This design comes from an exercise in tuning for small area on the open sky130 flow, not from production work.
In this exercise RTL edits were held to simulation tests only and were not proved equivalent to the original.
No activity file was given, so power comes from the tool's default toggle rates.

===== design.v =====
module eave_curve (
    input  wire         clk,
    input  wire         rst,         
    input  wire         tick,        
    input  wire [15:0]  i_ma,        
    input  wire         open_sw,     
    input  wire [1:0]   cool,        
    input  wire [255:0] mult,        
    input  wire [15:0]  iref,        
    input  wire [3:0]   acc_sel,     
    output reg          valid,       
    output reg          trip,
    output reg  [3:0]   point,
    output reg  [15:0]  over,        
    output reg  [28:0]  acc_rd       
);
    function [28:0] tmax;
        input [3:0] k;
        begin
            case (k)
                4'd0:  tmax = 29'd10       * 29'd32;
                4'd1:  tmax = 29'd25       * 29'd32;
                4'd2:  tmax = 29'd63       * 29'd32;
                4'd3:  tmax = 29'd158      * 29'd32;
                4'd4:  tmax = 29'd398      * 29'd32;
                4'd5:  tmax = 29'd1000     * 29'd32;
                4'd6:  tmax = 29'd2512     * 29'd32;
                4'd7:  tmax = 29'd6310     * 29'd32;
                4'd8:  tmax = 29'd15849    * 29'd32;
                4'd9:  tmax = 29'd39811    * 29'd32;
                4'd10: tmax = 29'd100000   * 29'd32;
                4'd11: tmax = 29'd251189   * 29'd32;
                4'd12: tmax = 29'd630957   * 29'd32;
                4'd13: tmax = 29'd1584893  * 29'd32;
                4'd14: tmax = 29'd3981072  * 29'd32;
                default: tmax = 29'd10000000 * 29'd32;
            endcase
        end
    endfunction
    function [23:0] tmax1;
        input [3:0] k;
        begin
            case (k)
                4'd0:    tmax1 = 24'd9;
                4'd1:    tmax1 = 24'd24;
                4'd2:    tmax1 = 24'd62;
                4'd3:    tmax1 = 24'd157;
                4'd4:    tmax1 = 24'd397;
                4'd5:    tmax1 = 24'd999;
                4'd6:    tmax1 = 24'd2511;
                4'd7:    tmax1 = 24'd6309;
                4'd8:    tmax1 = 24'd15848;
                4'd9:    tmax1 = 24'd39810;
                4'd10:   tmax1 = 24'd99999;
                4'd11:   tmax1 = 24'd251188;
                4'd12:   tmax1 = 24'd630956;
                4'd13:   tmax1 = 24'd1584892;
                4'd14:   tmax1 = 24'd3981071;
                default: tmax1 = 24'd9999999;
            endcase
        end
    endfunction
    function [16:0] dstep;           
        input [15:0] r;
        input        n;
        input [15:0] d;
        reg   [16:0] t;
        reg   [16:0] s;
        reg          bw;
        integer      i;
        begin
            t  = {r, n};
            bw = 1'b0;
            for (i = 0; i < 17; i = i + 1) begin
                s[i] = t[i] ^ (i < 16 ? d[i] : 1'b0) ^ bw;
                bw   = (~t[i] & (i < 16 ? d[i] : 1'b0)) | (~t[i] & bw) | ((i < 16 ? d[i] : 1'b0) & bw);
            end
            dstep = bw ? {1'b0, t[15:0]} : {1'b1, s[15:0]};
        end
    endfunction
    function ltc;
        input [15:0] a;
        input [15:0] b;
        input        ci;
        reg          c;
        integer      i;
        begin
            c = ci;
            for (i = 0; i < 16; i = i + 1)
                c = (b[i] & ~a[i]) | (b[i] & c) | (~a[i] & c);
            ltc = c;
        end
    endfunction
    reg  [3:0]  ph;          
    reg         clr;         
    reg         run;         
    reg  [4:0]  cnt;         
    reg         open_q;
    reg  [3:0]  sel_q;
    wire [3:0]  kc   = ~ph;                  
    wire        dv   = run & ~cnt[4] & ~cnt[3];      
    wire        act  = run & (cnt[4] | cnt[3]);      
    wire        last = cnt == 5'd23;
    always @(posedge clk) begin
        if (rst) begin
            ph    <= 4'd0;
            clr   <= 1'b1;
            run   <= 1'b0;
            valid <= 1'b0;
        end else begin
            ph    <= ph + 4'd1;
            if (ph == 4'd15) clr <= 1'b0;
            run   <= tick | (run & ~last);
            valid <= run & last;
        end
        cnt <= tick ? 5'd0 : cnt + 5'd1;
        if (tick) begin
            open_q <= open_sw;
            sel_q  <= acc_sel;
        end
    end
    reg  [15:0] rem;         
    reg  [15:0] quo;         
    reg         ovf;         
    reg         inz;         
    reg         rnz;         
    wire [16:0] s1 = dstep(rem, quo[15], iref);
    wire [16:0] s2 = dstep(s1[15:0], quo[14], iref);
    always @(posedge clk) begin
        if (tick) begin
            rem <= {4'd0, i_ma[15:4]};
            quo <= {i_ma[3:0], 12'd0};
            ovf <= ~ltc({4'd0, i_ma[15:4]}, iref, 1'b0);
            inz <= |i_ma;
        end else begin
            rem <= s2[15:0];
            if (dv) begin
                quo <= {quo[13:0], s1[16], s2[16]};
                rnz <= |s2[15:0];
            end
        end
    end
    wire [28:0] head;
    wire [28:0] nw;
    wire        wr = act | clr | rst;
    wire m1_0 = ph[3:0] == 4'd0;
    wire m1_12 = ph[3:0] == 4'd12;
    wire m1_4 = ph[3:0] == 4'd4;
    wire m1_8 = ph[3:0] == 4'd8;
    wire m2_0 = ph[3:1] == 3'd0;
    wire m2_12 = ph[3:1] == 3'd6;
    wire m2_4 = ph[3:1] == 3'd2;
    wire m2_8 = ph[3:1] == 3'd4;
    wire m4_0 = ph[3:2] == 2'd0;
    wire m4_8 = ph[3:2] == 2'd2;
    wire m8_0 = ph[3:3] == 1'd0;
    reg  [15:0] r0_0;
    always @(posedge clk) r0_0 <= {r0_0[14:0], (wr & 1'b1) ? nw[0] : r0_0[15]};
    reg  [15:0] r1_0;
    always @(posedge clk) r1_0 <= {r1_0[14:0], (wr & 1'b1) ? nw[1] : r1_0[15]};
    reg  [15:0] r2_0;
    always @(posedge clk) r2_0 <= {r2_0[14:0], (wr & 1'b1) ? nw[2] : r2_0[15]};
    reg  [15:0] r3_0;
    always @(posedge clk) r3_0 <= {r3_0[14:0], (wr & 1'b1) ? nw[3] : r3_0[15]};
    reg  [15:0] r4_0;
    always @(posedge clk) r4_0 <= {r4_0[14:0], (wr & 1'b1) ? nw[4] : r4_0[15]};
    reg  [15:0] r5_0;
    always @(posedge clk) r5_0 <= {r5_0[14:0], (wr & 1'b1) ? nw[5] : r5_0[15]};
    reg  [15:0] r6_0;
    always @(posedge clk) r6_0 <= {r6_0[14:0], (wr & 1'b1) ? nw[6] : r6_0[15]};
    reg  [15:0] r7_0;
    always @(posedge clk) r7_0 <= {r7_0[14:0], (wr & 1'b1) ? nw[7] : r7_0[15]};
    reg  [15:0] r8_0;
    always @(posedge clk) r8_0 <= {r8_0[14:0], (wr & 1'b1) ? nw[8] : r8_0[15]};
    reg  [15:0] r9_0;
    always @(posedge clk) r9_0 <= {r9_0[14:0], (wr & 1'b1) ? nw[9] : r9_0[15]};
    reg  [7:0] r10_0;
    always @(posedge clk) r10_0 <= {r10_0[6:0], (wr & m8_0) ? nw[10] : r10_0[7]};
    reg  [3:0] r10_1;
    always @(posedge clk) r10_1 <= {r10_1[2:0], (wr & m4_8) ? nw[10] : r10_1[3]};
    reg  [1:0] r10_2;
    always @(posedge clk) r10_2 <= {r10_2[0:0], (wr & m2_12) ? nw[10] : r10_2[1]};
    reg  [7:0] r11_0;
    always @(posedge clk) r11_0 <= {r11_0[6:0], (wr & m8_0) ? nw[11] : r11_0[7]};
    reg  [3:0] r11_1;
    always @(posedge clk) r11_1 <= {r11_1[2:0], (wr & m4_8) ? nw[11] : r11_1[3]};
    reg  [0:0] r11_2;
    always @(posedge clk) r11_2 <= (wr & m1_12) ? nw[11] : r11_2[0];
    reg  [7:0] r12_0;
    always @(posedge clk) r12_0 <= {r12_0[6:0], (wr & m8_0) ? nw[12] : r12_0[7]};
    reg  [3:0] r12_1;
    always @(posedge clk) r12_1 <= {r12_1[2:0], (wr & m4_8) ? nw[12] : r12_1[3]};
    reg  [0:0] r12_2;
    always @(posedge clk) r12_2 <= (wr & m1_12) ? nw[12] : r12_2[0];
    reg  [7:0] r13_0;
    always @(posedge clk) r13_0 <= {r13_0[6:0], (wr & m8_0) ? nw[13] : r13_0[7]};
    reg  [3:0] r13_1;
    always @(posedge clk) r13_1 <= {r13_1[2:0], (wr & m4_8) ? nw[13] : r13_1[3]};
    reg  [7:0] r14_0;
    always @(posedge clk) r14_0 <= {r14_0[6:0], (wr & m8_0) ? nw[14] : r14_0[7]};
    reg  [3:0] r14_1;
    always @(posedge clk) r14_1 <= {r14_1[2:0], (wr & m4_8) ? nw[14] : r14_1[3]};
    reg  [7:0] r15_0;
    always @(posedge clk) r15_0 <= {r15_0[6:0], (wr & m8_0) ? nw[15] : r15_0[7]};
    reg  [1:0] r15_1;
    always @(posedge clk) r15_1 <= {r15_1[0:0], (wr & m2_8) ? nw[15] : r15_1[1]};
    reg  [7:0] r16_0;
    always @(posedge clk) r16_0 <= {r16_0[6:0], (wr & m8_0) ? nw[16] : r16_0[7]};
    reg  [1:0] r16_1;
    always @(posedge clk) r16_1 <= {r16_1[0:0], (wr & m2_8) ? nw[16] : r16_1[1]};
    reg  [7:0] r17_0;
    always @(posedge clk) r17_0 <= {r17_0[6:0], (wr & m8_0) ? nw[17] : r17_0[7]};
    reg  [0:0] r17_1;
    always @(posedge clk) r17_1 <= (wr & m1_8) ? nw[17] : r17_1[0];
    reg  [7:0] r18_0;
    always @(posedge clk) r18_0 <= {r18_0[6:0], (wr & m8_0) ? nw[18] : r18_0[7]};
    reg  [7:0] r19_0;
    always @(posedge clk) r19_0 <= {r19_0[6:0], (wr & m8_0) ? nw[19] : r19_0[7]};
    reg  [7:0] r20_0;
    always @(posedge clk) r20_0 <= {r20_0[6:0], (wr & m8_0) ? nw[20] : r20_0[7]};
    reg  [3:0] r21_0;
    always @(posedge clk) r21_0 <= {r21_0[2:0], (wr & m4_0) ? nw[21] : r21_0[3]};
    reg  [1:0] r21_1;
    always @(posedge clk) r21_1 <= {r21_1[0:0], (wr & m2_4) ? nw[21] : r21_1[1]};
    reg  [3:0] r22_0;
    always @(posedge clk) r22_0 <= {r22_0[2:0], (wr & m4_0) ? nw[22] : r22_0[3]};
    reg  [0:0] r22_1;
    always @(posedge clk) r22_1 <= (wr & m1_4) ? nw[22] : r22_1[0];
    reg  [3:0] r23_0;
    always @(posedge clk) r23_0 <= {r23_0[2:0], (wr & m4_0) ? nw[23] : r23_0[3]};
    reg  [3:0] r24_0;
    always @(posedge clk) r24_0 <= {r24_0[2:0], (wr & m4_0) ? nw[24] : r24_0[3]};
    reg  [3:0] r25_0;
    always @(posedge clk) r25_0 <= {r25_0[2:0], (wr & m4_0) ? nw[25] : r25_0[3]};
    reg  [1:0] r26_0;
    always @(posedge clk) r26_0 <= {r26_0[0:0], (wr & m2_0) ? nw[26] : r26_0[1]};
    reg  [0:0] r27_0;
    always @(posedge clk) r27_0 <= (wr & m1_0) ? nw[27] : r27_0[0];
    reg  [0:0] r28_0;
    always @(posedge clk) r28_0 <= (wr & m1_0) ? nw[28] : r28_0[0];
    assign head[0] = r0_0[15];
    assign head[1] = r1_0[15];
    assign head[2] = r2_0[15];
    assign head[3] = r3_0[15];
    assign head[4] = r4_0[15];
    assign head[5] = r5_0[15];
    assign head[6] = r6_0[15];
    assign head[7] = r7_0[15];
    assign head[8] = r8_0[15];
    assign head[9] = r9_0[15];
    assign head[10] = (r10_0[7] & m8_0) | (r10_1[3] & m4_8) | (r10_2[1] & m2_12);
    assign head[11] = (r11_0[7] & m8_0) | (r11_1[3] & m4_8) | (r11_2[0] & m1_12);
    assign head[12] = (r12_0[7] & m8_0) | (r12_1[3] & m4_8) | (r12_2[0] & m1_12);
    assign head[13] = (r13_0[7] & m8_0) | (r13_1[3] & m4_8);
    assign head[14] = (r14_0[7] & m8_0) | (r14_1[3] & m4_8);
    assign head[15] = (r15_0[7] & m8_0) | (r15_1[1] & m2_8);
    assign head[16] = (r16_0[7] & m8_0) | (r16_1[1] & m2_8);
    assign head[17] = (r17_0[7] & m8_0) | (r17_1[0] & m1_8);
    assign head[18] = (r18_0[7] & m8_0);
    assign head[19] = (r19_0[7] & m8_0);
    assign head[20] = (r20_0[7] & m8_0);
    assign head[21] = (r21_0[3] & m4_0) | (r21_1[1] & m2_4);
    assign head[22] = (r22_0[3] & m4_0) | (r22_1[0] & m1_4);
    assign head[23] = (r23_0[3] & m4_0);
    assign head[24] = (r24_0[3] & m4_0);
    assign head[25] = (r25_0[3] & m4_0);
    assign head[26] = (r26_0[1] & m2_0);
    assign head[27] = (r27_0[0] & m1_0);
    assign head[28] = (r28_0[0] & m1_0);
    wire [15:0] onehot = 16'd1 << kc;
    reg  [15:0] m_k;
    integer     mi, mj;
    always @* begin
        m_k = 16'd0;
        for (mj = 0; mj < 16; mj = mj + 1)
            for (mi = 0; mi < 16; mi = mi + 1)
                m_k[mi] = m_k[mi] | (onehot[mj] & mult[16*mj + mi]);
    end
    wire [28:0] t_k  = tmax(kc);
    wire [23:0] tk1  = tmax1(kc);
    reg  [5:0] cool_amt;
    always @* begin
        case (cool)
            2'd0: cool_amt = 6'd32;
            2'd1: cool_amt = 6'd16;
            2'd2: cool_amt = 6'd4;
            default: cool_amt = 6'd1;
        endcase
    end
    wire        ov   = inz & (ovf | ltc(m_k, quo, rnz)) & ~open_q;
    wire [5:0]  hl   = head[5:0];
    wire [22:0] hu   = head[28:6];
    reg  [5:0]  lo_dn;
    reg         bw_lo;
    reg  [22:0] u_up, u_dn;
    reg         c_up, b_dn;
    reg         sat;
    reg         cs;
    integer     i;
    always @* begin
        bw_lo = 1'b0;
        for (i = 0; i < 6; i = i + 1) begin
            lo_dn[i] = hl[i] ^ cool_amt[i] ^ bw_lo;
            bw_lo    = (~hl[i] & cool_amt[i]) | (~hl[i] & bw_lo) | (cool_amt[i] & bw_lo);
        end
        c_up = hl[5];
        b_dn = bw_lo;
        for (i = 0; i < 23; i = i + 1) begin
            u_up[i] = hu[i] ^ c_up;
            u_dn[i] = hu[i] ^ b_dn;
            c_up    = c_up & hu[i];
            b_dn    = b_dn & ~hu[i];
        end
        cs  = 1'b1;
        for (i = 0; i < 24; i = i + 1)
            cs = (head[5+i] & ~tk1[i]) | (head[5+i] & cs) | (~tk1[i] & cs);
        sat = cs;
    end
    wire [28:0] up   = {u_up, ~hl[5], hl[4:0]};
    wire [28:0] dn   = {u_dn, lo_dn};
    wire        kill = open_q | clr | rst | (~ov & b_dn);
    assign nw = kill     ? 29'd0 :
                ov & sat ? t_k :
                ov       ? up : dn;
    wire hit = act & ov & sat;
    always @(posedge clk) begin
        if (tick) begin
            trip  <= 1'b0;
            point <= 4'd0;
        end else if (hit & (~trip | (kc < point))) begin
            trip  <= 1'b1;
            point <= kc;
        end
        if (act) over[kc] <= ov;
        if (act & (kc == sel_q)) acc_rd <= nw;
    end
endmodule

===== constraint.sdc =====
create_clock -name core_clock -period 20.0 [get_ports {clk}]
set_input_delay 4.0000 -clock core_clock [delete_from_list [all_inputs] [get_ports {clk}]]
set_output_delay 4.0000 -clock core_clock [all_outputs]
set_load 0.01 [all_outputs]

===== flow/run.sh =====
#!/bin/bash
# The standard layout, with plain buf_1 cells as the port buffers.
set -euo pipefail
bash standard.sh 'BUFFER_PORTS_ARGS=-buffer_cell sky130_fd_sc_hd__buf_1' finish > flow.log 2>&1

===== standard.sh =====
#!/bin/bash
# synth_recipe.tcl (not shown) runs the flow's synth.tcl, then flattens the netlist and writes it again
# the make line also repeats each setting of config.mk as NAME=value (left out here)
make -C /OpenROAD-flow-scripts/flow DESIGN_CONFIG=/design/flow/config.mk WORK_HOME=/design/flow/orfs CLKGATE_MAP_FILE= SYNTH_SCRIPT=/design/flow/synth_recipe.tcl "${@:-finish}"

===== config.mk =====
export PLATFORM = sky130hd
export DESIGN_NAME = eave_curve
export DESIGN_NICKNAME = eave_curve
export VERILOG_FILES = /design/flow/design.v
export SDC_FILE = /design/flow/constraint.sdc
export NUM_CORES = 4
export LEC_CHECK = 0
export ABC_AREA = 1
export CAP_MARGIN = 20
export CORE_MARGIN = 2
export CORE_UTILIZATION = 40
export SLEW_MARGIN = 20

==> impl_results.md, run 1 <==
* Largest buffer count on any clock path at 3
* DP Worst Slack at 0.961 ns
* Setup Skew at 0.0416 ns
* Die outline area at 0.0427 sq mm
* R2R Setup Slk at 4.60 ns
* Non-filler cells in the finished layout at 2876
* First-pass GRT wire length at 82000 um
* Post-synth top area cell: dfxtp_1
* TritonCTS Buffers at 40
* Syn Nets at 2316
* Post-synth top flop: dfxtp_1
* Synth area leaders: dfxtp_1 (42%), nand2_1 (15%), edfxtp_1 (12%), inv_1 (4.1%), fa_1 (4.0%)
* Core area at 0.0406 sq mm
* EDFF count, synth at 63
* RSZ-0062 raised after global routing: false
* Crit Reg-Reg Startpoint: quo[15]$_DFFE_PP_
* Vias in the first global route at 14000
* Syn Std Cell Area at 0.0164 sq mm
* Final setup violating endpoints at 0
* YS warnings at 1
* Setup TNS Final at 0 ns
* Post-CTS setup buffer count at 0
* Slowest stage delay, CP at 0.45 ns
* CTS H-tree depth at 2
* First-pass iteration count of the detailed router at 6
* Peak supply drop at 0.0920 mV
* CP most frequent cell: fa_1
* Critical-path top delay cell: fa_1
* F_max at 54.2 MHz
* Layout cell share with drive strength beyond 1 at 5.51%
* Post-synthesis cell type count at 49
* Final Hold Viols at 0
* Clk sink count at 406
* Final #Nets at 2660
* Post-synth top area share at 41.8%
* Layout fillers at 4035
* Post-route cell area at 0.0196 sq mm
* CP arrival at 18.75 ns
* Clock transition at path regs at 0.07 ns
* Hold WC Path Type: flop to flop
* Drt via density at 5.14
* Vias at 14800
* Sequential fraction of the synthesis area at 53.3%
* Post-synthesis register bit count at 406
* CTS tree: done
* Minimum clock period at 18.44 ns
* Pwr per Cell Area at 107 mW/mm^2
* Worst slew pin tran at 1.08 ns
* Cell chosen for the clock root: clkbuf_16
* Tot Pwr at 2.10 mW
* Min Hold Slack at 0.319 ns
* Count leader, synth: nand2_1
* Synthesized area per cell at 8.36 sq um
* Crit Path Category: input pin to flop
* Syn-to-layout area delta at 19.6%
* R2R cell count at 46
* Final core occ at 48.3%
* Detailed placement HPWL at 41800 um
* Placed cell areas at 0.0183 sq mm
* Synth async-reset ratio at 0%
* Pin count of the biggest net entering global routing at 38
* Worst EP required at 20.31 ns
* Number of buffers inserted by port buffering at 348
* Hold_buf cts at 0
* Worst-Skew Late Latency at 0.57 ns
* IO Pins at 349
* Outcome: timing/DRC/antenna clean
* Drt initial violations at 1342
* Max-slew headroom at 27.9%
* Crit share post-route at 92.2%
* Footprint of the multi-input gates at 0.00664 sq mm
* Worst R2R End: rnz$_DFFE_PP_
* Register Area at 0.00876 sq mm
* Max-cap violation count at 0
* DRT Wirelength at 55400 um
* Mapped Cells at 1965
* Startpoint Class: input pin
* Row Count at 74
* Initial Utilization at 40.4%
* Cell family with most CP delay: adder cells
* Placed Cells at 2799
* CP Capture Point: rnz$_DFFE_PP_
* Crit path depth at 46
* Antenna-violating nets left at 0
* Tot GR Track Use at 25.7%
* Die W at 207 um
* Crit Path Max Fanout at 20
* Resized Gates After CTS at 0
* CP Capture Type: flop
* Initial antenna violation count at 6
* Worst Setup SP: iref[0]
* RD Place Congestion at 1.01
* DRC Markers at 0
* Wire length per cell at 19.3 um
* Fin worst setup slack at 1.56 ns
* Buf/Inv on CP at 5
* Max-slew violation count at 0
* P_leak at 8.32 nW
* GRT overflow at 0
* Die H at 207 um
* Most common library cells after synthesis: nand2_1 (662), dfxtp_1 (343), inv_1 (179), nor2_1 (152), nand3_1 (100)
cells by family after synthesis:
logic type / count (synthesis) / synth area share, %
and+or+nand+nor: 1059 / 27.5
xor gates and xnor gates: 4 / 0.213
AOI/OAI and AO/OA: 183 / 7.05
adders and majority gates: 53 / 5.55
muxes: 1 / 0.0610
buffers and inverters: 259 / 6.29
DFF: 406 / 53.3
cells in the final DEF (no fill, tap or decap), drive strengths merged, types with 2 or more instances in the layout:
master    instances
a211oi            2
a21oi            41
a221oi           13
a22o             12
a22oi             7
a31oi             2
buf             371
bufinv            2
clkbuf           56
clkinv           12
clkinvlp          3
dfxtp           343
diode             3
edfxtp           63
fa               33
ha               20
inv             191
nand2           667
nand3           105
nand3b            2
nand4            89
nor2            164
nor3             14
nor4             12
o2111a            2
o211ai            5
o21ai            68
o221ai            5
o22a              3
o22ai            23
or2               3
xnor2             2
xor2              2
how the worst min path moves through the flow:
stage | from | end | cells after the start
finish | r6_0[2]$_DFF_P_ | r6_0[3]$_DFF_P_ | 0
global route | r13_1[0]$_DFF_P_ | r13_1[1]$_DFF_P_ | 0
CTS | r13_1[0]$_DFF_P_ | r13_1[1]$_DFF_P_ | 0
floorplan | r0_0[9]$_DFF_P_ | r0_0[10]$_DFF_P_ | 0
detailed placement | r9_0[0]$_DFF_P_ | r9_0[1]$_DFF_P_ | 0
global placement | r10_0[3]$_DFF_P_ | r10_0[4]$_DFF_P_ | 0
registers in the layout, summed over array words and instances, names as in the netlist, 16 cells and up:
name and count:
over 16, r2_0 16, r9_0 16, r3_0 16
r8_0 16, rem 16, r4_0 16, quo 16
r1_0 16, r5_0 16, acc_rd 29, r6_0 16
r7_0 16, r0_0 16
routing by layer:
metal,global-route usage (%),share of wire [%],vias to the layer above
li1,-,-,7084
met2,36.2,40,694
met3,8.37,11,131
met4,8.52,3.2,4
met5,0,0.049,-
met1,37.0,46,6879
layout make-up:
type                            instances  share of cell area, %
Antenna cell                            3                 0.0382
Clock buffer                           56                   5.98
Clock inverter                         18                   1.09
Inverter                              190                   3.63
Multi-Input combinational cell       1300                   33.8
Sequential cell                       406                   44.6
Tap cell                              532                   3.39
Timing Repair Buffer                  371                   7.53
power breakdown:
group          switching, mW  total (mW)  internal [mW]
clock network          0.324       0.769          0.445
logic                  0.297       0.464          0.167
registers             0.0191       0.870          0.850
total                  0.640        2.10           1.46
==> run 2, diff against run 1 <==
--- a/config.mk
+++ b/config.mk
@@ -9,4 +9,5 @@
 export CAP_MARGIN = 20
 export CORE_MARGIN = 2
 export CORE_UTILIZATION = 40
+export CTS_BUF_LIST = sky130_fd_sc_hd__clkbuf_4
 export SLEW_MARGIN = 20
==> run 2 against run 1 <==
  * Cell count up 3.7%
  * Fmax up 1.3%
  * Register-to-register slack worse by 0.03 ns
  * Via count grew 3.5%
  * Count of clock-buffer cells in the layout up 91
  * Global-route usage up 0.30 points
  * Clock power shrank 11%
  * Power down 4.3%
  * Critical endpoint unchanged
==> impl_results.md, run 2 <==
* Tot GR Track Use at 26.0% (+0.30 points)
* Fin worst setup slack at 1.79 ns (+0.229 ns)
* Minimum clock period at 18.21 ns (-0.229 ns)
* Number of flip-flops in the largest register at 29 (unchanged)
* R2R cell count at 46 (unchanged)
* RD Place Congestion at 1.01 (unchanged)
* Buf/Inv on CP at 6 (+1)
* Sequential fraction of the synthesis area at 53.3% (unchanged)
* Largest buffer count on any clock path at 3 (unchanged)
* Hold_sp: r6_0[6]$_DFF_P_
* Switch Pwr at 0.633 mW (-1.2%)
* Post-synthesis register bit count at 406 (unchanged)
* Initial Utilization at 40.4% (unchanged)
* Resized Gates After CTS at 0 (unchanged)
* Switching fraction of total power at 31.4% (+0.96 points)
* Tot Pwr at 2.01 mW (-4.3%)
* Die outline area at 0.0427 sq mm (unchanged)
* Cell family with most CP delay: adder cells
* GRT overflow at 0 (unchanged)
* Die H at 207 um (unchanged)
* DRT Wirelength at 55600 um (+0.50%)
* Setup Skew at 0.103 ns (+0.0611 ns)
* Layout cell share with drive strength beyond 1 at 9.00% (+3.5 points)
* F_max at 54.9 MHz (+1.3%)
* Cell internal pwr at 1.38 mW (-5.6%)
* Most common cell after layout, fill and taps aside: nand2_1
* Clock power share at 33.9% (-2.7 points)
* Startpoint Class: input pin
* Count leader, synth: nand2_1
* Worst EP required at 20.55 ns (+0.24 ns)
* Worst R2R End: rnz$_DFFE_PP_
* Vias at 15300 (+3.5%)
* Post-synth top flop: dfxtp_1
* Slowest stage delay, CP at 0.46 ns (about the same)
* Number of buffers inserted by port buffering at 348 (unchanged)
* First-pass GRT wire length at 83300 um (+1.6%)
* Initial antenna violation count at 7 (+1)
* Critical-path top delay cell: fa_1
* Max-cap violation count at 0 (unchanged)
* Final #Nets at 2717 (+2.1%)
* Outcome: timing/DRC/antenna clean
* CP Capture Type: flop
* Detailed placement HPWL at 41800 um (unchanged)
* Final Hold Viols at 0 (unchanged)
* Mapped Cells at 1965 (unchanged)
* Final setup violating endpoints at 0 (unchanged)
* Post-synthesis cell type count at 49 (unchanged)
* Post-synth top area share at 41.8% (unchanged)
* Core area at 0.0406 sq mm (unchanged)
* Peak supply drop at 0.0917 mV (-0.28%)
* DP Worst Slack at 0.961 ns (unchanged)
* Layout fillers at 4097 (+1.5%)
* DRC Markers at 0 (unchanged)
* Setup TNS Final at 0 ns (unchanged)
* Combinational Power Share at 23.0% (+0.9 points)
* Clk sink count at 406 (unchanged)
* Synthesized area per cell at 8.36 sq um (unchanged)
* CTS tree: done
* Clock transition at path regs at 0.07 ns (about the same)
* Syn Std Cell Area at 0.0164 sq mm (unchanged)
* Sequential share of power at 43.2% (+1.9 points)
* Hold WC Path Type: flop to flop
* WHS Path Cells at 0 (unchanged)
* CTS H-tree depth at 3 (+1)
* CP most frequent cell: fa_1
* P_leak at 8.42 nW (+1.1%)
* Vias in the first global route at 14400 (+2.8%)
* Antenna-violating nets left at 0 (unchanged)
* CP arrival at 18.76 ns (about the same)
* Biggest register: acc_rd
* Crit Reg-Reg Startpoint: quo[15]$_DFFE_PP_
* Pwr per Cell Area at 103 mW/mm^2 (-3.9%)
* Post-synth top area cell: dfxtp_1
* Crit Path Category: input pin to flop
* Pin count of the biggest net entering global routing at 38 (unchanged)
* Max-slew headroom at 28.2% (+0.30 points)
* Syn-to-layout area delta at 19.1%
* Drt initial violations at 1363 (+1.6%)
* Most common library cells after synthesis: nand2_1 (662), dfxtp_1 (343), inv_1 (179), nor2_1 (152), nand3_1 (100)
* First-pass iteration count of the detailed router at 8 (+2)
* Worst-Skew Late Latency at 0.81 ns (+0.24 ns)
* Row Count at 74 (unchanged)
* Syn Nets at 2316 (unchanged)
* Crit Path Max Fanout at 20 (unchanged)
* Placed cell areas at 0.0183 sq mm (unchanged)
* YS warnings at 1 (unchanged)
* Hold_buf cts at 0 (unchanged)
* R2R Setup Slk at 4.57 ns (-0.03 ns)
* Wire length per cell at 18.7 um (-3.1%)
* TritonCTS Buffers at 97 (+140%)
* EDFF count, synth at 63 (unchanged)
* Hold Path Sink: r6_0[7]$_DFF_P_
* Worst slew pin tran at 1.07 ns (-0.00455 ns)
* IO Pins at 349 (unchanged)
* Crit share post-route at 91.1% (-1.1 points)
* RSZ-0062 raised after global routing: false
* Post-route cell area at 0.0196 sq mm (-0.43%)
* Drt via density at 5.13 (-0.22%)
* Post-CTS setup buffer count at 0 (unchanged)
* Synth async-reset ratio at 0% (unchanged)
* Cell chosen for the clock root: clkbuf_4
* Max-slew violation count at 0 (unchanged)
* Commonest cells after routing, fill and taps aside: nand2_1 (662), buf_1 (348), dfxtp_1 (343)
* Die W at 207 um (unchanged)
* Synth area leaders: dfxtp_1 (42%), nand2_1 (15%), edfxtp_1 (12%), inv_1 (4.1%), fa_1 (4.0%)
-- run 2: cell counts after synthesis --
Identical to the previous run, type by type.
-- run 2: power groups by stage --
stage / combinational (mW) / clock [mW] / sequential [mW]
floorplan: 0.328 / 0 / 0.881
global placement: 0.444 / 0 / 0.887
detailed placement: 0.458 / 0 / 0.887
CTS: 0.459 / 0.707 / 0.869
global route: 0.530 / 0.750 / 0.872
finish: 0.462 / 0.682 / 0.869
-- run 2: layer usage --
metal / vias to the layer above / global-route usage, % / share of wire, %
li1: 7274 / - / -
met1: 7171 / 38.3 / 46
met2: 746 / 37.4 / 41
met3: 109 / 7.02 / 10
met4: 4 / 7.22 / 2.4
met5: - / 0 / 0.049
-- run 2: layout make-up --
type / count / area, sq um / share of cell area, %
clock inverter: 31 / 195 / 0.998
clock buffer: 147 / 1100 / 5.64
multi-input combinational: 1300 / 6640 / 33.9
tap: 532 / 666 / 3.40
antenna: 5 / 12.5 / 0.0640
timing repair buffer: 371 / 1480 / 7.56
sequential: 406 / 8760 / 44.8
inverter: 190 / 713 / 3.65
-- run 2: cell families (layout without fill, tap and decap cells) --
kind of cell / count (synthesis) / count (layout) / share of synthesized area, %
AOI/OAI and AO/OA: 183 / 183 / 7.05
xor gates and xnor gates: 4 / 4 / 0.213
adders and majority gates: 53 / 53 / 5.55
buffers and inverters: 259 / 739 / 6.29
DFF: 406 / 406 / 53.3
muxes: 1 / 1 / 0.0610
other: 0 / 5 / 0
and+or+nand+nor: 1059 / 1059 / 27.5
-- run 2: through the flow --
step	std cells	utilization, %	hold slack (ns)
2_1_floorplan	1965	-	0.310
3_3_place_gp	2799	44.9	0.310
5_1_grt	2978	48.1	0.286
4_1_cts	2977	48.1	0.274
6_report	2982	48.1	0.279
3_5_place_dp	2799	44.9	0.312
-- run 2: worst max-delay path by stage --
stage                          endpoint  cells past startpoint     from
final                     rnz$_DFFE_PP_                     46  iref[0]
after CTS                 rnz$_DFFE_PP_                     46  iref[0]
after floorplan           rnz$_DFFE_PP_                     45  iref[0]
after detailed placement  rnz$_DFFE_PP_                     46  iref[0]
after global routing      rnz$_DFFE_PP_                     46  iref[0]
after global placement    rnz$_DFFE_PP_                     46  iref[0]
-- run 2: worst reg2reg max path, delay by kind of cell, from the launching register on --
| kind | cells | cell delay (ns) |
|---|---|---|
| AOI/OAI and AO/OA | 4 | 0.51 |
| adders and majority gates | 31 | 12.53 |
| buffers and inverters | 6 | 0.94 |
| DFF | 1 | 0.41 |
| and+or+nand+nor | 5 | 0.76 |
==> run 3, diff against run 2 <==
==> run.sh (new file) <==
#!/bin/bash
# synth_recipe.tcl (not shown) runs the flow's synth.tcl, then flattens the netlist and writes it again
# the make line also repeats each setting of config.mk as NAME=value (left out here)
make -C /OpenROAD-flow-scripts/flow DESIGN_CONFIG=/design/flow/config.mk WORK_HOME=/design/flow/orfs CLKGATE_MAP_FILE= SYNTH_SCRIPT=/design/flow/synth_recipe.tcl finish
--- a/config.mk
+++ b/config.mk
@@ -9,5 +9,4 @@
 export CAP_MARGIN = 20
 export CORE_MARGIN = 2
 export CORE_UTILIZATION = 40
-export CTS_BUF_LIST = sky130_fd_sc_hd__clkbuf_4
 export SLEW_MARGIN = 20
removed: flow/run.sh
removed: standard.sh
==> run 3 against run 2 <==
  * Power grew 5.6%
  * Fmax shrank 5.3%
  * First-iteration DRC count shrank 13%
  * Combinational power grew 9.7%
  * Critical path type unchanged
  * Critical endpoint unchanged
  * Largest cell class unchanged
==> impl_results.md, run 3 <==
* Post-synth top area cell: dfxtp_1
* Post-synthesis cell type count at 49 (unchanged)
* First-pass iteration count of the detailed router at 5 (-3)
* Pwr per Cell Area at 97.6 mW/mm^2 (-5.2%)
* Biggest register: acc_rd
* Max-cap violation count at 0 (unchanged)
* Crit share post-route at 96.2% (+5.1 points)
* Clock power share at 35.3% (+1.4 points)
* Largest buffer count on any clock path at 3 (unchanged)
* Mapped Cells at 1965 (unchanged)
* Cell chosen for the clock root: clkbuf_16
* P_leak at 9.24 nW (+9.8%)
* Drt initial violations at 1190 (-13%)
* EDFF count, synth at 63 (unchanged)
* Sequential fraction of the synthesis area at 53.3% (unchanged)
* Setup Skew at 0.0307 ns (-0.0721 ns)
* Most common cell after layout, fill and taps aside: nand2_1
* Die outline area at 0.0427 sq mm (unchanged)
* Crit Path Max Fanout at 19 (-5.0%)
* Critical-path top delay cell: clkdlybuf4s50_1
* Post-synthesis register bit count at 406 (unchanged)
* Wire length per cell at 20.2 um (+8.1%)
* Synthesized area per cell at 8.36 sq um (unchanged)
* Final setup violating endpoints at 0 (unchanged)
* Final core occ at 53.6% (+5.5 points)
* Resized Gates After CTS at 0 (unchanged)
* DR WL met2 at 24400 um (+6.4%)
* Cell internal pwr at 1.49 mW (+7.8%)
* Vias at 14700 (-4.1%)
* Peak supply drop at 0.0608 mV (-34%)
* Syn Std Cell Area at 0.0164 sq mm (unchanged)
* CTS tree: done
* Post-route cell area at 0.0218 sq mm (+11%)
* WHS Path Cells at 0 (unchanged)
* Worst-Skew Late Latency at 0.57 ns (-0.24 ns)
* Syn Nets at 2316 (unchanged)
* Commonest cells after routing, fill and taps aside: nand2_1 (662), clkdlybuf4s50_1 (348), dfxtp_1 (343)
* Met3 WL at 5750 um (about the same)
* Core area at 0.0406 sq mm (unchanged)
* Row Count at 74 (unchanged)
* First-pass GRT wire length at 85700 um (+2.9%)
* Detailed placement HPWL at 43900 um (+4.9%)
* R2R cell count at 47 (+2.2%)
* Placed cell areas at 0.0204 sq mm (+12%)
* Metal1 wirelength at 26300 um (+2.8%)
* Initial Utilization at 40.4% (unchanged)
* Worst slew pin tran at 1.22 ns (+0.143 ns)
* Max-slew headroom at 18.6% (-9.6 points)
* Max-slew violation count at 0 (unchanged)
* Number of buffers inserted by port buffering at 348 (unchanged)
* Die H at 207 um (unchanged)
* Clock transition at path regs at 0.06 ns (about the same)
* Final #Nets at 2658 (-2.2%)
* RD Place Congestion at 0.981 (-3.3%)
* Layout fillers at 3790 (-7.5%)
* Highest metal used: met5
* Vias in the first global route at 14300 (-0.89%)
* Setup TNS Final at 0 ns (unchanged)
* CP most frequent cell: fa_1
* Crit Path Category: input pin to flop
* Synth async-reset ratio at 0% (unchanged)
* Most common library cells after synthesis: nand2_1 (662), dfxtp_1 (343), inv_1 (179), nor2_1 (152), nand3_1 (100)
* Tot GR Track Use at 27.1% (+1.1 points)
* Switch Pwr at 0.638 mW (+0.83%)
* Drt via density at 5.10 (-0.58%)
* Initial antenna violation count at 8 (+1)
* Post-synth top area share at 41.8% (unchanged)
* Sequential share of power at 40.9% (-2.3 points)
* Switching fraction of total power at 30.0% (-1.4 points)
* Combinational Power Share at 23.8% (+0.8 points)
* Register Area at 0.00876 sq mm (unchanged)
* CTS H-tree depth at 2 (-1)
* Syn-to-layout area delta at 32.6%
* Outcome: timing/DRC/antenna clean
* F_max at 52.0 MHz (-5.3%)
* Post-synth top flop: dfxtp_1
* Final Hold Viols at 0 (unchanged)
* Count leader, synth: nand2_1
* CP arrival at 19.53 ns (+0.77 ns)
* Hold WC Path Type: flop to flop
* Antenna-violating nets left at 0 (unchanged)
* Footprint of the multi-input gates at 0.00664 sq mm (unchanged)
* Slowest stage delay, CP at 0.55 ns (+0.09 ns)
* Minimum clock period at 19.23 ns (+1.02 ns)
* Startpoint Class: input pin
* Clk sink count at 406 (unchanged)
* YS warnings at 1 (unchanged)
* DRT Wirelength at 58000 um (+4.3%)
* DRC Markers at 0 (unchanged)
* IO Pins at 349 (unchanged)
* Min Hold Slack at 0.317 ns (+0.0382 ns)
* Post-CTS setup buffer count at 0 (unchanged)
* Worst EP required at 20.30 ns (-0.25 ns)
* Tot Pwr at 2.13 mW (+5.6%)
* Die W at 207 um (unchanged)
* Number of flip-flops in the largest register at 29 (unchanged)
* GRT overflow at 0 (unchanged)
* Layout cell share with drive strength beyond 1 at 5.30% (-3.7 points)
* TritonCTS Buffers at 39 (-60%)
* Synth area leaders: dfxtp_1 (42%), nand2_1 (15%), edfxtp_1 (12%), inv_1 (4.1%), fa_1 (4.0%)
* Pin count of the biggest net entering global routing at 38 (unchanged)
* Hold_buf cts at 0 (unchanged)
* CP Capture Type: flop
==> run 3: power groups by stage <==
| stage | clock (mW) | combinational, mW | sequential [mW] |
|---|---|---|---|
| 6_report | 0.750 | 0.507 | 0.869 |
| 5_1_grt | 0.803 | 0.578 | 0.871 |
| 4_1_cts | 0.767 | 0.503 | 0.869 |
| 3_5_place_dp | 0 | 0.501 | 0.887 |
| 3_3_place_gp | 0 | 0.489 | 0.887 |
| 2_1_floorplan | 0 | 0.328 | 0.881 |
==> run 3: layer usage <==
metal  GRT usage, %  up-vias
li1               -     7070
met1           38.1     6881
met2           40.4      625
met3           7.55       96
met4           8.37        2
met5              0        -
==> run 3: critical path, delay by kind of cell <==
family	cells	cell delay [ns]
adders and majority gates	30	12.22
buffers and inverters	6	1.59
and+or+nand+nor	8	1.34
AOI/OAI and AO/OA	3	0.36
==> run 3: final timing paths <==
kind                                        start                to  slack [ns]
worst max-delay path                      iref[0]     rnz$_DFFE_PP_        0.77
worst max register to register  quo[15]$_DFFE_PP_     rnz$_DFFE_PP_        4.21
worst min register to register   r6_0[12]$_DFF_P_  r6_0[13]$_DFF_P_        0.32
worst min-delay path             r6_0[12]$_DFF_P_  r6_0[13]$_DFF_P_        0.32
==> run 3: stage by stage <==
stage	worst slack, ns	std cells
2_1_floorplan	1.65	1965
3_3_place_gp	0.366	2798
3_5_place_dp	0.227	2798
4_1_cts	0.745	2870
5_1_grt	-0.0347	2873
6_report	0.767	2876
==> run 3: cells by family (layout without fill, tap and decap cells) <==
| family | count (synthesis) | in the layout | synth area share [%] |
|---|---|---|---|
| AOI/OAI and AO/OA | 183 | 183 | 7.05 |
| xor gates and xnor gates | 4 | 4 | 0.213 |
| adders and majority gates | 53 | 53 | 5.55 |
| buffers and inverters | 259 | 632 | 6.29 |
| DFF | 406 | 406 | 53.3 |
| muxes | 1 | 1 | 0.0610 |
| other | 0 | 6 | 0 |
| and+or+nand+nor | 1059 | 1059 | 27.5 |
==> run 3: final cells by class <==
type	count	share of cell area [%]
Inverter	190	3.27
Sequential cell	406	40.2
Clock inverter	15	0.913
Antenna cell	6	0.0689
Timing Repair Buffer	370	16.7
Tap cell	532	3.06
Clock buffer	57	5.26
Multi-Input combinational cell	1300	30.5
==> run 4, diff against run 3 <==
==> flow/run.sh (new file) <==
#!/bin/bash
# The standard layout, with plain buf_1 cells as the port buffers and a
# clock tree of smaller buffers without dummy loads.
set -euo pipefail
bash standard.sh 'BUFFER_PORTS_ARGS=-buffer_cell sky130_fd_sc_hd__buf_1' \
  'CTS_ARGS=-sink_clustering_enable -repair_clock_nets -buf_list sky130_fd_sc_hd__clkbuf_8 -root_buf sky130_fd_sc_hd__clkbuf_8 -sink_clustering_size 16 -sink_clustering_max_diameter 60 -dont_use_dummy_load' \
  finish > flow.log 2>&1
==> standard.sh (new file) <==
#!/bin/bash
# synth_recipe.tcl (not shown) runs the flow's synth.tcl, then flattens the netlist and writes it again
# the make line also repeats each setting of config.mk as NAME=value (left out here)
make -C /OpenROAD-flow-scripts/flow DESIGN_CONFIG=/design/flow/config.mk WORK_HOME=/design/flow/orfs CLKGATE_MAP_FILE= SYNTH_SCRIPT=/design/flow/synth_recipe.tcl "${@:-finish}"
removed: run.sh
==> run 4 against run 3 <==
  * Still clean
  * Fmax increased by 4.3%
  * First-iteration DRC count rose by 5.8%
  * Sequential share of layout area rose by 6.4 points
  * Global-route usage down 1.6 points
  * Flip-flop and latch count unchanged
  * Synthesized cell count is the same
  * Count of clock-buffer cells in the layout down 20
  * Critical path depth down 1
  * Clock skew rose by 0.054 ns
  * Largest power group unchanged
==> impl_results.md, run 4 <==
* Setup TNS Final at 0 ns (unchanged)
* EDFF count, synth at 63 (unchanged)
* Drt initial violations at 1259 (+5.8%)
* Commonest cells after routing, fill and taps aside: nand2_1 (662), buf_1 (348), dfxtp_1 (343)
* CP most frequent cell: fa_1
* YS warnings at 1 (unchanged)
* Final setup violating endpoints at 0 (unchanged)
* Crit Path Max Fanout at 20 (+1)
* Most common cell after layout, fill and taps aside: nand2_1
* Layout fillers at 4110 (+8.4%)
* Post-synthesis register bit count at 406 (unchanged)
* Mapped Cells at 1965 (unchanged)
* Syn Std Cell Area at 0.0164 sq mm (unchanged)
* Sequential fraction of the synthesis area at 53.3% (unchanged)
* DRT Wirelength at 55100 um (-5.0%)
* Critical-path top delay cell: fa_1
* Row Count at 74 (unchanged)
* Worst EP required at 20.27 ns (-0.03 ns)
* First-pass GRT wire length at 81200 um (-5.2%)
* DRC Markers at 0 (unchanged)
* Layout cell share with drive strength beyond 1 at 4.34% (-0.96 points)
* Most common library cells after synthesis: nand2_1 (662), dfxtp_1 (343), inv_1 (179), nor2_1 (152), nand3_1 (100)
* Syn Nets at 2316 (unchanged)
* Hold_buf cts at 0 (unchanged)
* Vias in the first global route at 13900 (-2.9%)
* Max-slew violation count at 0 (unchanged)
* Drt via density at 5.19 (+1.7%)
* TritonCTS Buffers at 37 (-5.1%)
* F_max at 54.2 MHz (+4.3%)
* Synth async-reset ratio at 0% (unchanged)
* Wire length per cell at 19.4 um (-3.8%)
* P_leak at 7.91 nW (-14%)
* Syn-to-layout area delta at 14.3%
* CTS H-tree depth at 2 (unchanged)
* Worst-Skew Late Latency at 0.57 ns (about the same)
* Final #Nets at 2657 (-0.038%)
* Resized Gates After CTS at 0 (unchanged)
* IO Pins at 349 (unchanged)
* Footprint of the multi-input gates at 0.00664 sq mm (unchanged)
* Max-slew headroom at 28.1% (+9.5 points)
* CTS tree: done
* Post-synth top flop: dfxtp_1
* Pin count of the biggest net entering global routing at 38 (unchanged)
* Peak supply drop at 0.0906 mV (+49%)
* CP Capture Type: flop
* Core area at 0.0406 sq mm (unchanged)
* CP arrival at 18.71 ns (-0.82 ns)
* Setup Skew at 0.0848 ns (+0.0541 ns)
* Outcome: timing/DRC/antenna clean
* Hold WC Path Type: flop to flop
* First-pass iteration count of the detailed router at 6 (+1)
* Post-synth top area cell: dfxtp_1
* Crit share post-route at 92.2% (-4.0 points)
* Initial antenna violation count at 7 (-1)
* Tot GR Track Use at 25.5% (-1.6 points)
* Number of buffers inserted by port buffering at 348 (unchanged)
* Tot Pwr at 1.74 mW (-18%)
* Clk sink count at 406 (unchanged)
* GRT overflow at 0 (unchanged)
* Die H at 207 um (unchanged)
* Number of flip-flops in the largest register at 29 (unchanged)
* Initial Utilization at 40.4% (unchanged)
* Biggest register: acc_rd
* Post-CTS setup buffer count at 0 (unchanged)
* Cell chosen for the clock root: clkbuf_8
* Post-synthesis cell type count at 49 (unchanged)
* RSZ-0062 raised after global routing: false
* Count leader, synth: nand2_1
* Minimum clock period at 18.44 ns (-0.792 ns)
* Slowest stage delay, CP at 0.45 ns (-0.10 ns)
* Die W at 207 um (unchanged)
* Register Area at 0.00876 sq mm (unchanged)
* Startpoint Class: input pin
* Post-synth top area share at 41.8% (unchanged)
* Worst slew pin tran at 1.07 ns (-0.142 ns)
* Synth area leaders: dfxtp_1 (42%), nand2_1 (15%), edfxtp_1 (12%), inv_1 (4.1%), fa_1 (4.0%)
* Antenna-violating nets left at 0 (unchanged)
* Pwr per Cell Area at 92.7 mW/mm^2 (-5.0%)
* Detailed placement HPWL at 41800 um (-4.7%)
* Final Hold Viols at 0 (unchanged)
* Crit Path Category: input pin to flop
* Largest buffer count on any clock path at 3 (unchanged)
* Clock transition at path regs at 0.09 ns (+0.03 ns)
* Max-cap violation count at 0 (unchanged)
* Synthesized area per cell at 8.36 sq um (unchanged)
* Die outline area at 0.0427 sq mm (unchanged)
* RD Place Congestion at 1.01 (+3.4%)
* Vias at 14700 (+0.46%)
-- run 4: cell counts after synthesis --
No cell type changed its count.
-- run 4: logic make-up after synthesis --
group	Yosys count	synth area share, %
simple gates	1059	27.5
flops	406	53.3
buf+inv	259	6.29
compound gates	183	7.05
fa+ha+maj	53	5.55
xor+xnor	4	0.213
mux	1	0.0610
-- run 4: final timing paths --
path / startpoint / end / slack (ns) / cells after the start
worst max-delay path: iref[0] / rnz$_DFFE_PP_ / 1.56 / 46
worst min-delay path: r11_0[2]$_DFF_P_ / r11_0[3]$_DFF_P_ / 0.29 / 0
worst max register to register: quo[15]$_DFFE_PP_ / rnz$_DFFE_PP_ / 4.64 / 46
worst min register to register: r11_0[2]$_DFF_P_ / r11_0[3]$_DFF_P_ / 0.29 / 0
-- run 4: per-layer routing --
layer	track usage, %	routed length (um)
met5	1.50	113
met3	8.01	6100
met2	36.1	22300
met4	8.14	1670
met1	36.7	25000
-- run 4: area by class of cell --
cell class	instances	area share [%]
timing repair buffer	371	7.88
tap	532	3.55
inverter	190	3.80
clock buffer	37	2.71
multi-input combinational	1300	35.3
sequential	406	46.7
antenna	5	0.0666
-- run 4: where the power goes --
part | leakage (nW) | internal [mW] | total (mW) | switching [mW]
Combinational | 4.30 | 0.167 | 0.461 | 0.295
Sequential | 3.35 | 0.850 | 0.869 | 0.0190
Clock | 0.266 | 0.166 | 0.411 | 0.245
Total | 7.91 | 1.18 | 1.74 | 0.559
-- run 4: worst max-delay path, delay by kind of cell --
kind | cells | cell delay (ns)
AOI/OAI and AO/OA | 4 | 0.48
adders and majority gates | 31 | 12.51
buffers and inverters | 6 | 0.95
and+or+nand+nor | 5 | 0.73
-- run 4: stage by stage --
stage | cells | util (%) | hold slack, ns | area [sq um] | worst slack, ns
6_report | 2841 | 46.2 | 0.287 | 18800 | 1.56
5_1_grt | 2837 | 46.2 | 0.295 | 18800 | 0.770
4_1_cts | 2836 | 46.2 | 0.290 | 18800 | 1.52
3_5_place_dp | 2799 | 44.9 | 0.312 | 18300 | 0.961
3_3_place_gp | 2799 | 44.9 | 0.310 | 18300 | 1.13
2_1_floorplan | 1965 | - | 0.310 | 16400 | 1.65
==> run 5, diff against run 4 <==
==> flow/run.sh (replaced) <==
#!/bin/bash
# The standard layout, with plain buf_1 cells as the port buffers and a
# clock tree of smaller buffers without dummy loads.
set -euo pipefail
bash standard.sh 'BUFFER_PORTS_ARGS=-buffer_cell sky130_fd_sc_hd__buf_1' \
  'CTS_ARGS=-sink_clustering_enable -repair_clock_nets -buf_list sky130_fd_sc_hd__clkbuf_4 -root_buf sky130_fd_sc_hd__clkbuf_8 -sink_clustering_size 8 -sink_clustering_max_diameter 50 -dont_use_dummy_load' \
  finish > flow.log 2>&1
==> run 5 against run 4 <==
  * Still clean
  * Sequential power barely moved
  * Clock skew rose by 0.018 ns
  * Power fell by 0.66%
  * Hold slack got worse by 0.011 ns
  * Fmax rose by 0.43%
  * Core utilization fell by 0.086 points
  * Setup slack improved by 0.079 ns
  * Count of clock-buffer cells in the layout rose by 22
  * Largest power group unchanged
==> impl_results.md, run 5 <==
* Outcome: timing/DRC/antenna clean
* Cell chosen for the clock root: clkbuf_8
* IO Pins at 349 (unchanged)
* Drt via density at 5.22 (+0.53%)
* CTS tree: done
* Crit share post-route at 91.8% (-0.40 points)
* Peak supply drop at 0.0909 mV (+0.41%)
* Crit Path Category: input pin to flop
* Number of buffers inserted by port buffering at 348 (unchanged)
* Max-slew headroom at 26.4% (-1.7 points)
* Layout fillers at 4152 (+1.0%)
* YS warnings at 1 (unchanged)
* R2R cell count at 46 (unchanged)
* Slowest stage delay, CP at 0.46 ns (about the same)
* First-pass GRT wire length at 81800 um (+0.74%)
* Post-synthesis register bit count at 406 (unchanged)
* Syn Nets at 2316 (unchanged)
* Worst Setup SP: iref[0]
* Max-cap violation count at 0 (unchanged)
* Drt initial violations at 1356 (+7.7%)
* Die H at 207 um (unchanged)
* CTS H-tree depth at 2 (unchanged)
* TritonCTS Buffers at 59 (+59%)
* DRC Markers at 0 (unchanged)
* Row Count at 74 (unchanged)
* Vias at 14900 (+1.3%)
* Post-CTS setup buffer count at 0 (unchanged)
* Crit Reg-Reg Startpoint: quo[15]$_DFFE_PP_
* Post-synth top area share at 41.8% (unchanged)
* Detailed placement HPWL at 41800 um (unchanged)
* Minimum clock period at 18.36 ns (-0.0793 ns)
* CP Capture Type: flop
* Worst R2R End: rnz$_DFFE_PP_
* CP arrival at 18.72 ns (about the same)
* Switch Pwr at 0.566 mW (+1.3%)
* Setup TNS Final at 0 ns (unchanged)
* Post-synth top area cell: dfxtp_1
* F_max at 54.5 MHz (+0.43%)
* Most common library cells after synthesis: nand2_1 (662), dfxtp_1 (343), inv_1 (179), nor2_1 (152), nand3_1 (100)
* P_leak at 7.93 nW (+0.23%)
* Initial Utilization at 40.4% (unchanged)
* Count leader, synth: nand2_1
* Max-slew violation count at 0 (unchanged)
* R2R Setup Slk at 4.59 ns (-0.05 ns)
* Cell internal pwr at 1.16 mW (-1.6%)
* Layout cell share with drive strength beyond 1 at 5.25% (+0.90 points)
* Clock transition at path regs at 0.10 ns (about the same)
* Vias in the first global route at 14100 (+1.6%)
* Final setup violating endpoints at 0 (unchanged)
* Crit Path Max Fanout at 20 (unchanged)
* Resized Gates After CTS at 0 (unchanged)
* Hold_buf cts at 0 (unchanged)
* CP most frequent cell: fa_1
* Core area at 0.0406 sq mm (unchanged)
* Sequential fraction of the synthesis area at 53.3% (unchanged)
* Biggest register: acc_rd
* Clock power share at 23.1% (-0.5 points)
* Startpoint Class: input pin
* Pin count of the biggest net entering global routing at 38 (unchanged)
* Syn Std Cell Area at 0.0164 sq mm (unchanged)
* Largest buffer count on any clock path at 3 (unchanged)
* Pwr per Cell Area at 92.3 mW/mm^2 (-0.47%)
* Worst slew pin tran at 1.10 ns (+0.0261 ns)
* Commonest cells after routing, fill and taps aside: nand2_1 (662), buf_1 (348), dfxtp_1 (343)
* Worst-Skew Late Latency at 0.64 ns (+0.07 ns)
* Sequential share of power at 50.2% (+0.3 points)
* GRT overflow at 0 (unchanged)
* Most common cell after layout, fill and taps aside: nand2_1
* Syn-to-layout area delta at 14.1%
* First-pass iteration count of the detailed router at 7 (+1)
* Tot GR Track Use at 25.8% (+0.26 points)
* Clk sink count at 406 (unchanged)
* Die W at 207 um (unchanged)
* Final Hold Viols at 0 (unchanged)
* Final core occ at 46.1% (-0.086 points)
* Mapped Cells at 1965 (unchanged)
* Critical-path top delay cell: fa_1
* Synthesized area per cell at 8.36 sq um (unchanged)
* Number of flip-flops in the largest register at 29 (unchanged)
* Hold WC Path Type: flop to flop
* Antenna-violating nets left at 0 (unchanged)
* EDFF count, synth at 63 (unchanged)
* RD Place Congestion at 1.01 (unchanged)
* CP Capture Point: rnz$_DFFE_PP_
* Die outline area at 0.0427 sq mm (unchanged)
* Setup Skew at 0.103 ns (+0.0183 ns)
* Final #Nets at 2679 (+0.83%)
* Worst EP required at 20.36 ns (+0.09 ns)
* WHS Path Cells at 0 (unchanged)
* RSZ-0062 raised after global routing: false
* Wire length per cell at 19.3 um (-0.39%)
* Min Hold Slack at 0.275 ns (-0.0112 ns)
* DRT Wirelength at 55300 um (+0.38%)
* Combinational Power Share at 26.7% (+0.2 points)
* Initial antenna violation count at 7 (unchanged)
* Switching fraction of total power at 32.7% (+0.63 points)
* Post-synthesis cell type count at 49 (unchanged)
* Synth area leaders: dfxtp_1 (42%), nand2_1 (15%), edfxtp_1 (12%), inv_1 (4.1%), fa_1 (4.0%)
* Post-synth top flop: dfxtp_1
* Synth async-reset ratio at 0% (unchanged)
==> run 5: cell counts after synthesis <==
Identical to the previous run, type by type.
==> run 5: worst min-delay path by stage <==
stage	slack, ns	startpoint	end
after floorplan	0.31	r0_0[9]$_DFF_P_	r0_0[10]$_DFF_P_
after global placement	0.31	r10_0[3]$_DFF_P_	r10_0[4]$_DFF_P_
after detailed placement	0.31	r9_0[0]$_DFF_P_	r9_0[1]$_DFF_P_
after CTS	0.26	r10_1[1]$_DFF_P_	r10_1[2]$_DFF_P_
after global routing	0.26	r10_1[1]$_DFF_P_	r10_1[2]$_DFF_P_
final	0.28	r10_1[1]$_DFF_P_	r10_1[2]$_DFF_P_
==> run 5: layer usage <==
layer	global-route usage (%)	up-vias	routed length [um]
met5	1.50	-	111
met4	8.88	6	1860
met3	9.07	130	6320
met2	35.9	709	22100
met1	36.6	6990	25000
li1	-	7100	-
==> run 5: kinds of logic (layout without fill, tap and decap cells) <==
logic type                 count (synthesis)  count (layout)  share of synthesized area [%]
AOI/OAI and AO/OA                        183             183                           7.05
xor gates and xnor gates                   4               4                          0.213
adders and majority gates                 53              53                           5.55
buffers and inverters                    259             620                           6.29
DFF                                      406             406                           53.3
muxes                                      1               1                         0.0610
other                                      0               5                              0
and+or+nand+nor                         1059            1059                           27.5
==> run 5: stage by stage <==
step	power [mW]	setup slack, ns	std cells	instance area [sq um]
after floorplan	1.21	1.65	1965	16400
after global placement	1.33	1.13	2799	18300
after detailed placement	1.34	0.961	2799	18300
after CTS	1.75	1.62	2858	18700
after global routing	1.85	0.879	2859	18700
final	1.73	1.64	2863	18700
==> run 5: power groups by stage <==
stage | Clock (mW) | Sequential [mW] | Combinational (mW)
2_1_floorplan | 0 | 0.881 | 0.328
3_3_place_gp | 0 | 0.887 | 0.444
3_5_place_dp | 0 | 0.887 | 0.458
4_1_cts | 0.419 | 0.868 | 0.459
5_1_grt | 0.450 | 0.872 | 0.530
6_report | 0.400 | 0.869 | 0.461
==> run 5: worst max-delay path, delay by kind of cell <==
kind,cells,cell delay [ns]
adders and majority gates,31,12.54
buffers and inverters,6,0.95
and+or+nand+nor,5,0.73
AOI/OAI and AO/OA,4,0.50
==> run 5: cell type report <==
| type | count | area, sq um | area share [%] |
|---|---|---|---|
| diodes | 5 | 12.5 | 0.0668 |
| clock buffers | 59 | 474 | 2.53 |
| inverters | 190 | 713 | 3.81 |
| multi-input cells | 1300 | 6640 | 35.4 |
| flip-flops and latches | 406 | 8760 | 46.7 |
| well taps | 532 | 666 | 3.55 |
| repair buffers | 371 | 1480 | 7.89 |
==> run 6, diff against run 5 <==
--- a/design.v
+++ b/design.v
@@ -63,19 +63,20 @@
     function [16:0] dstep;           
         input [15:0] r;
         input        n;
-        input [15:0] d;
+        input [15:0] nd;
         reg   [16:0] t;
-        reg   [16:0] s;
-        reg          bw;
+        reg   [15:0] s;
+        reg          c;
         integer      i;
         begin
-            t  = {r, n};
-            bw = 1'b0;
-            for (i = 0; i < 17; i = i + 1) begin
-                s[i] = t[i] ^ (i < 16 ? d[i] : 1'b0) ^ bw;
-                bw   = (~t[i] & (i < 16 ? d[i] : 1'b0)) | (~t[i] & bw) | ((i < 16 ? d[i] : 1'b0) & bw);
+            t = {r, n};
+            c = 1'b1;
+            for (i = 0; i < 16; i = i + 1) begin
+                s[i] = t[i] ^ nd[i] ^ c;
+                c    = (t[i] & nd[i]) | (t[i] & c) | (nd[i] & c);
             end
-            dstep = bw ? {1'b0, t[15:0]} : {1'b1, s[15:0]};
+            c = c | t[16];
+            dstep = c ? {1'b1, s} : {1'b0, t[15:0]};
         end
     endfunction
     function ltc;
@@ -124,8 +125,9 @@
     reg         ovf;         
     reg         inz;         
     reg         rnz;         
-    wire [16:0] s1 = dstep(rem, quo[15], iref);
-    wire [16:0] s2 = dstep(s1[15:0], quo[14], iref);
+    wire [15:0] niref = ~iref;
+    wire [16:0] s1 = dstep(rem, quo[15], niref);
+    wire [16:0] s2 = dstep(s1[15:0], quo[14], niref);
     always @(posedge clk) begin
         if (tick) begin
             rem <= {4'd0, i_ma[15:4]};
==> flow/run.sh (replaced) <==
#!/bin/bash
# The standard layout (standard.sh), except:
#  - synthesis is flow/synth.tcl: the standard synthesis with an area-recovering
#    ABC script (flow/abc.script) for the logic; registers are mapped as usual;
#  - the port buffers are plain buf_1 cells;
#  - the clock tree uses clkbuf_4 leaves and a clkbuf_8 root, no dummy loads.
# make's output goes to flow.log; ORFS keeps each step's log under orfs/logs/.
set -euo pipefail
here=$(pwd)
sed "s#SYNTH_SCRIPT=[^ ]*#SYNTH_SCRIPT=$here/flow/synth.tcl#" standard.sh > own_standard.sh
grep -q "SYNTH_SCRIPT=$here/flow/synth.tcl" own_standard.sh
bash own_standard.sh 'BUFFER_PORTS_ARGS=-buffer_cell sky130_fd_sc_hd__buf_1' \
  'CTS_ARGS=-sink_clustering_enable -repair_clock_nets -buf_list sky130_fd_sc_hd__clkbuf_4 -root_buf sky130_fd_sc_hd__clkbuf_8 -sink_clustering_size 8 -sink_clustering_max_diameter 50 -dont_use_dummy_load' \
  finish > flow.log 2>&1
==> flow/abc.script (new file) <==
strash
dch
map -a
strash
dch
map -a
topo
dnsize -c
==> flow/synth.tcl (new file) <==
# The standard synthesis (synth_recipe.tcl), except that ABC maps the logic
# with abc.script beside this file. Registers are mapped before ABC runs, by
# the standard steps, so they come out as in the standard synthesis.
set my_abc_script [file join [file dirname [file normalize [info script]]] abc.script]
proc synth {args} { yosys synth -nofsm -noshare {*}$args }
proc abc {args} {
  set i [lsearch -exact $args -script]
  if { $i >= 0 } { lset args [expr { $i + 1 }] $::my_abc_script }
  yosys abc {*}$args
}
source $::env(SCRIPTS_DIR)/synth.tcl
# left out here: clear keep_hierarchy, flatten, clean up, hide names made inside functions, write 1_2_yosys.v
==> run 6 against run 5 <==
  * Still clean
  * Flip-flop and latch count stayed put
  * Cell count down 16%
  * Clock skew down 0.034 ns
  * Via count is 13% lower
  * Register-to-register slack barely moved
  * Fmax down 1.1%
  * Synthesized area decreased by 9.5%
  * Sequential share of layout area increased by 3.5 points
  * Power is 4.7% lower
  * Highest routed layer unchanged
==> impl_results.md, run 6 <==
* Outcome: timing/DRC/antenna clean
* CP arrival at 18.84 ns (+0.12 ns)
* DP Worst Slack at 0.845 ns (-0.116 ns)
* Syn Nets at 1849 (-20%)
* Crit Path Category: input pin to flop
* Vias at 12900 (-13%)
* CTS H-tree depth at 2 (unchanged)
* Synth area leaders: dfxtp_1 (46%), edfxtp_1 (13%), nand2_1 (6.0%), fa_1 (4.3%), a22oi_1 (4.2%)
* DRC Markers at 0 (unchanged)
* Worst R2R End: rnz$_DFFE_PP_
* Clock transition at path regs at 0.09 ns (about the same)
* RSZ-0062 raised after global routing: false
* Post-synth top area share at 46.2% (+4.4 points)
* Non-filler cells in the finished layout at 2400 (-16%)
* Pin count of the biggest net entering global routing at 37 (-2.6%)
* Slowest stage delay, CP at 0.51 ns (+0.05 ns)
* IO Pins at 349 (unchanged)
* Die W at 197 um (-4.8%)
* Tot GR Track Use at 23.9% (-1.8 points)
* Max-slew violation count at 0 (unchanged)
* Count leader, synth: dfxtp_1
* Crit share post-route at 92.8% (+0.98 points)
* Number of flip-flops in the largest register at 29 (unchanged)
* Drt via density at 5.39 (+3.3%)
* Initial Utilization at 40.6% (+0.21 points)
* Post-synthesis register bit count at 406 (unchanged)
* Syn-to-layout area delta at 17.3%
* CP Capture Type: flop
* Biggest register: acc_rd
* Clk sink count at 406 (unchanged)
* Worst-Skew Late Latency at 0.59 ns (-0.05 ns)
* First-pass iteration count of the detailed router at 6 (-1)
* Mapped Cells at 1498 (-24%)
* Max-slew headroom at 40.2% (+14 points)
* Drt initial violations at 1134 (-16%)
* CP most frequent cell: fa_1
* Wire length per cell at 19.9 um (+3.1%)
* Pwr per Cell Area at 94.5 mW/mm^2 (+2.4%)
* Most common library cells after synthesis: dfxtp_1 (343), nand2_1 (238), clkinv_1 (156), nor2_1 (138), o21ai_0 (125)
* Commonest cells after routing, fill and taps aside: buf_1 (348), dfxtp_1 (343), nand2_1 (238)
* P_leak at 6.22 nW (-22%)
* Most common cell after layout, fill and taps aside: buf_1
* Hold_sp: r7_0[12]$_DFF_P_
* Post-CTS setup buffer count at 0 (unchanged)
* Setup TNS Final at 0 ns (unchanged)
* Hold Path Sink: r7_0[13]$_DFF_P_
* Die H at 197 um (-4.8%)
* R2R Setup Slk at 4.58 ns (about the same)
* Post-synth top area cell: dfxtp_1
* Minimum clock period at 18.56 ns (+0.196 ns)
* Core area at 0.0366 sq mm (-9.9%)
* Min Hold Slack at 0.269 ns (-0.00616 ns)
* Largest buffer count on any clock path at 3 (unchanged)
* Hold WC Path Type: flop to flop
* Row Count at 70 (-5.4%)
* First-pass GRT wire length at 70600 um (-14%)
* Final Hold Viols at 0 (unchanged)
* Worst EP required at 20.29 ns (-0.07 ns)
* GRT overflow at 0 (unchanged)
* Sequential fraction of the synthesis area at 58.9% (+5.6 points)
* Setup Skew at 0.0693 ns (-0.0337 ns)
* Final setup violating endpoints at 0 (unchanged)
* Antenna-violating nets left at 0 (unchanged)
* Startpoint Class: input pin
* Synthesized area per cell at 9.93 sq um (+19%)
* WHS Path Cells at 0 (unchanged)
* EDFF count, synth at 63 (unchanged)
* Detailed placement HPWL at 36500 um (-13%)
* Die outline area at 0.0387 sq mm (-9.3%)
* Synth async-reset ratio at 0% (unchanged)
* Worst slew pin tran at 0.893 ns (-0.207 ns)
* Post-synthesis cell type count at 36 (-27%)
* CTS tree: done
* Fin worst setup slack at 1.44 ns (-0.196 ns)
* Final #Nets at 2282 (-15%)
* Initial antenna violation count at 13 (+6)
* Syn Std Cell Area at 0.0149 sq mm (-9.5%)
* Resized Gates After CTS at 0 (unchanged)
* RD Place Congestion at 0.899 (-11%)
* Layout cell share with drive strength beyond 1 at 5.03% (-0.22 points)
* Max-cap violation count at 0 (unchanged)
* Crit Reg-Reg Startpoint: quo[15]$_DFFE_PP_
* R2R cell count at 44 (-4.3%)
* YS warnings at 1 (unchanged)
* Vias in the first global route at 12100 (-15%)
* Number of buffers inserted by port buffering at 348 (unchanged)
* Crit Path Max Fanout at 30 (+50%)
* Peak supply drop at 0.0469 mV (-48%)
* Cell chosen for the clock root: clkbuf_8
* Placed Cells at 2340 (-16%)
* F_max at 53.9 MHz (-1.1%)
* DRT Wirelength at 47900 um (-14%)
* TritonCTS Buffers at 57 (-3.4%)
* Post-synth top flop: dfxtp_1
* Critical-path top delay cell: clkinv_1
* Hold_buf cts at 0 (unchanged)
[run 6: cell types whose count changed after synthesis, sizes merged, moves of 57 or more]
cell	delta
o21ai	+57
inv	-188
nand3	-67
nand2	-429
nand4	-59
a22oi	+77
clkinv	+154
[run 6: cells by family after synthesis]
kind of cell | Yosys count | share of synthesized area [%]
AND/OR/NAND/NOR | 483 | 13.5
adder cells (fa/ha/maj) | 55 | 6.21
buffers and inverters | 156 | 3.94
AO/OA/AOI/OAI | 376 | 16.1
multiplexers | 1 | 0.0673
flip-flops | 406 | 58.9
XOR/XNOR | 21 | 1.24
[run 6: layout make-up]
cell class,count,area [sq um]
tap,468,586
clock buffer,57,459
timing repair buffer,374,1500
fill,3582,19200
multi-input combinational,936,5540
inverter,156,586
sequential,406,8760
antenna,3,7.51
[run 6: critical path, delay by kind of cell]
| kind | cells | cell delay (ns) |
|---|---|---|
| and+or+nand+nor | 8 | 1.38 |
| buffers and inverters | 4 | 1.01 |
| adders and majority gates | 30 | 12.17 |
| AOI/OAI and AO/OA | 2 | 0.27 |
[run 6: per-stage QoR]
stage	cell area, sq um	util [%]	power (mW)
floorplan	14900	-	1.16
global placement	17000	46.4	1.27
detailed placement	17000	46.4	1.28
CTS	17400	47.6	1.67
global route	17400	47.6	1.76
finish	17400	47.6	1.65
[run 6: power by group]
part           total (mW)  switching, mW  internal [mW]
clock               0.387          0.244          0.143
combinational       0.392          0.243          0.150
sequential          0.869         0.0191          0.850
total                1.65          0.506           1.14
[run 6: worst max-delay path by stage]
stage / from / end / slack [ns]
floorplan: iref[0] / rnz$_DFFE_PP_ / 1.08
global placement: iref[0] / rnz$_DFFE_PP_ / 0.96
detailed placement: iref[0] / rnz$_DFFE_PP_ / 0.84
CTS: iref[0] / rnz$_DFFE_PP_ / 1.45
global route: iref[0] / rnz$_DFFE_PP_ / 0.92
finish: iref[0] / rnz$_DFFE_PP_ / 1.44
[run 6: metal layers]
layer  wire length [um]  global-route usage (%)  vias up
met2              19700                    33.6      632
met4               1650                    7.63       20
met1              21000                    34.3     6013
met3               5350                    8.32      146
met5                129                       0        -
li1                   -                       -     6122

Check on run 6: ideal ports give 1.442 ns setup slack; a clkbuf_16 on the clock port and buf_2 on the inputs give 1.461 ns; moving port delays by the midpoint clock arrival (0.594 ns) as well gives 0.867 ns.
